This is an optimization exercise on Yosys and OpenROAD, whose aim is small area, a short achievable clock period and few clock cycles per item, not a production implementation. In this exercise RTL edits were held to simulation tests only and were not proved equivalent to the original.

==> inputs of try-xenon <==
## wovin_vlane
module wovin_vlane (
    input  wire        clk,
    input  wire        rst,
    input  wire        in_valid,
    output wire        in_ready,
    input  wire [7:0]  op,
    input  wire [7:0]  fn,
    input  wire [47:0] a,
    input  wire [47:0] b,
    input  wire [47:0] c,
    input  wire [47:0] d,
    input  wire [47:0] g,
    output reg         out_valid,
    output reg  [47:0] out_d,
    output reg  [47:0] out_c
);
    localparam [4:0] O_ADD  = 5'h00, O_SUB  = 5'h01, O_ADDH = 5'h02,
                     O_SUBH = 5'h03, O_AND  = 5'h04, O_OR   = 5'h05,
                     O_XOR  = 5'h06, O_SLL  = 5'h07, O_SRA  = 5'h08,
                     O_MAC  = 5'h09, O_MUL  = 5'h0A, O_RND  = 5'h0B,
                     O_CMUL = 5'h0C, O_CMAC = 5'h0D, O_ABSH = 5'h0E,
                     O_NEGH = 5'h0F, O_BCST = 5'h10, O_SEL  = 5'h15,
                     O_CMP  = 5'h16, O_MAX  = 5'h17, O_MIN  = 5'h18,
                     O_BFLY = 5'h1B;
    function [47:0] rev48;
        input [47:0] x;
        integer i;
        begin
            for (i = 0; i < 48; i = i + 1) rev48[i] = x[47 - i];
        end
    endfunction
    function [35:0] booth_enc;
        input [23:0] y;
        integer j;
        reg y2, y1, y0;
        begin
            for (j = 0; j < 12; j = j + 1) begin
                y2 = y[2*j+1];
                y1 = y[2*j];
                y0 = (j > 0) ? y[2*j-1] : 1'b0;
                booth_enc[j]      = y1 ^ y0;
                booth_enc[12 + j] = (y2 & ~y1 & ~y0) | (~y2 & y1 & y0);
                booth_enc[24 + j] = y2;
            end
        end
    endfunction
    function [23:0] sat24_25;
        input [24:0] x;
        begin
            if (x[24] != x[23]) sat24_25 = x[24] ? 24'h800000 : 24'h7FFFFF;
            else                sat24_25 = x[23:0];
        end
    endfunction
    function [23:0] rnd_sat;
        input [48:0] t;
        reg [25:0] lo;
        reg c24, all1, all0, fits;
        begin
            lo   = {1'b0, t[24:0]} + 26'd1;
  ...
clock: 15.0 ns
lec_check: 0
cap_margin: 20
core_margin: 2
core_utilization: 50
gpl_routability_driven: 1
place_density: 0.65
setup_slack_margin: 5
slew_margin: 20
standard.sh (not shown) runs the stock make flow with config.mk's settings and CLKGATE_MAP_FILE= SYNTH_SCRIPT=/design/flow/synth_recipe.tcl, a recipe that flattens the netlist after the stock synthesis.
==> flow/flow/run.sh <==
#!/bin/bash
# The standard layout (the standard.sh: standard synthesis, ORFS floorplan to
# finish) with two changes to ORFS's settings: a larger setup margin for
# repair_timing, so that the resizer keeps working on paths that already meet
# the 15 ns clock, and buf_1 as the buffer that buffer_ports puts on every
# input and output port.
set -euo pipefail
bash standard.sh SETUP_SLACK_MARGIN=9.5 "BUFFER_PORTS_ARGS=-buffer_cell sky130_fd_sc_hd__buf_1" finish > standard_finish.log 2>&1
==> try-cedar (differences from try-xenon) <==
--- a/flow/design.v
+++ b/flow/design.v
@@ -112,20 +112,21 @@
         end
         if (in_ready) begin
             op0   <= opi;
             fn0   <= fn[6:0];
             amt0  <= (opi == O_RND) ? fn[5:0] : g[5:0];
             cplx0 <= i_cmx | i_bfly;
             X0    <= i_bfly ? c : i_macmul ? {i_ha, 24'd0} :
                      (opi == O_SLL) ? rev48(a) : a;
-            C0    <= c;
-            D0    <= i_bfly ? a : (opi == O_BCST) ? g : d;
+            D0[23:0] <= i_bfly ? a[23:0] : (opi == O_BCST) ? g[23:0] : d[23:0];
         end
+        D0[47:24] <= i_bfly ? a[47:24] : (opi == O_BCST) ? g[47:24] : d[47:24];
         B0 <= b;
+        C0 <= c;
         if (in_ready) begin
             bh_one <= i_eh[11:0];
             bh_two <= i_eh[23:12];
             bh_neg <= i_eh[35:24];
             bl_one <= i_el[11:0];
             bl_two <= i_el[23:12];
             bl_neg <= i_el[35:24] ^ {12{~i_conj}};
         end else begin
@@ -1991,17 +1992,17 @@
     wire [48:0] sh_b = $signed({B0, 1'b0}) >>> amt0;
     wire [23:0] xpart  = pass ? D0[23:0] : D0[47:24];
     wire [24:0] e_x    = {xpart[23], xpart} + {24'd0, fn0[0]};
     reg  [49:0] e_n;
     always @(*) begin
         if (k_bcst)                      e_n = {2'b00, D0};
         else if (k_alt)                  e_n = {s_hi, s_lo};
         else if (k_mac)                  e_n = {{2{D0[47]}}, D0};
-        else if (k_cmac)                 e_n = pass ? {{2{C0[47]}}, C0} : {{2{D0[47]}}, D0};
+        else if (k_cmac)                 e_n = pass ? {{2{C1[47]}}, C1} : {{2{D0[47]}}, D0};
         else if (k_bfly)                 e_n = {{25{e_x[24]}}, e_x};
         else                             e_n = 50'd0;
     end
     reg        v1, pass1, last1, ab1;
     reg [48:0] S1, K1;
     reg [49:0] E1;
     reg [47:0] C1;
     reg [4:0]  op1;
@@ -2102,12 +2103,12 @@
                      c_rnd2 ? {rd24, rd24} : sd48;
     wire [47:0] nc = c_bfly2 ? {rc24, rc24} :
                      c_cmac2 ? sd48 : C2;
     always @(posedge clk) begin
         if (rst) out_valid <= 1'b0;
         else     out_valid <= v2 & last2;
         if (~pass2)                out_d[47:24] <= nd[47:24];
         if (~(pass2 & c_cmac2))    out_d[23:0]  <= nd[23:0];
-        if (~(pass2 & c_bfly2))    out_c[47:24] <= nc[47:24];
-        out_c[23:0] <= nc[23:0];
+        if (~(pass2 & (c_bfly2 | c_rnd2 & ~c_bfly2))) out_c[47:24] <= nc[47:24];
+        if (~(pass2 & c_rnd2 & ~c_bfly2))           out_c[23:0]  <= nc[23:0];
     end
 endmodule
==> flow/flow/run.sh (replaced) <==
#!/bin/bash
# The standard layout (the standard.sh: standard synthesis, ORFS floorplan to
# finish) with two changes to ORFS's settings: a larger setup margin for
# repair_timing, so that the resizer keeps working on paths that already meet
# the 15 ns clock, and buf_1 as the buffer that buffer_ports puts on every
# input and output port.
set -euo pipefail
bash standard.sh SETUP_SLACK_MARGIN=9.8 "BUFFER_PORTS_ARGS=-buffer_cell sky130_fd_sc_hd__buf_1" finish > standard_finish.log 2>&1
CAP_MARGIN = 30   (was 20)
SLEW_MARGIN = 50   (was 20)
==> results.txt <==
Capture point of the worst reg-to-reg path: try-xenon K1[24]; try-cedar out_d[3]
Run status: try-xenon complete, no violations; try-cedar complete, no violations
FILL cells: try-xenon 14423; try-cedar 14364
Largest stage delay, worst path: try-xenon 0.78 ns; try-cedar 0.57 ns
Distinct cells, synth: try-xenon 114; try-cedar 86
Area taken by multi-input logic gates: try-xenon 57230 um2; try-cedar 58630 um2
Largest net degree at the start of global routing: try-xenon 93; try-cedar 112
Slowest CP cell: try-xenon sky130_fd_sc_hd__fa_2; try-cedar sky130_fd_sc_hd__or4_4
Endpoint of the worst hold path: try-xenon C2[15]; try-cedar C1[32]
Fraction of the yosys area taken by sequential cells: try-xenon 22.43%; try-cedar 21.84%
Detailed router's first-iteration violation count: try-xenon 12913; try-cedar 13359
Worst Skew: try-xenon 0.07161 ns; try-cedar 0.08049 ns
Testbench counts of try-xenon, summed over its fixed seeds: cycles 41,040, ops 32,000.
Testbench counts of try-cedar, summed over its fixed seeds: cycles 41,040, ops 32,000.

## afterwards: timing with drivers on the ports
The results above use ideal ports. As a check the final layouts listed here were re-extracted and re-timed, cells and wires unchanged. Step 1 assumes that a clkbuf_16 drives the clock port and a buf_2 every other input. Step 2 moves the port delays by t, midway between the first and last clock arrival at a register: inputs arrive t later, outputs are due t later. That takes back most of the time a late clock gives input paths. a / b / c = ideal / step 1 / step 2; a / b = the first two.
| run | t, ns | slack for setup (ns) | hold slack, ns | worst data-port slew with drivers (ns) |
|---|---|---|---|---|
| try-xenon | 0.809 | 9.370 / 9.370 / 8.857 | 0.316 / 0.316 / 0.316 | 0.13 |
| try-cedar | 0.804 | 9.641 / 9.641 / 9.090 | 0.273 / 0.273 / 0.273 | 0.13 |
After both steps every run listed still meets setup and hold. The setup slack of try-cedar, which loses most, moves by 0.000 ns with the drivers and by -0.551 ns with both steps.
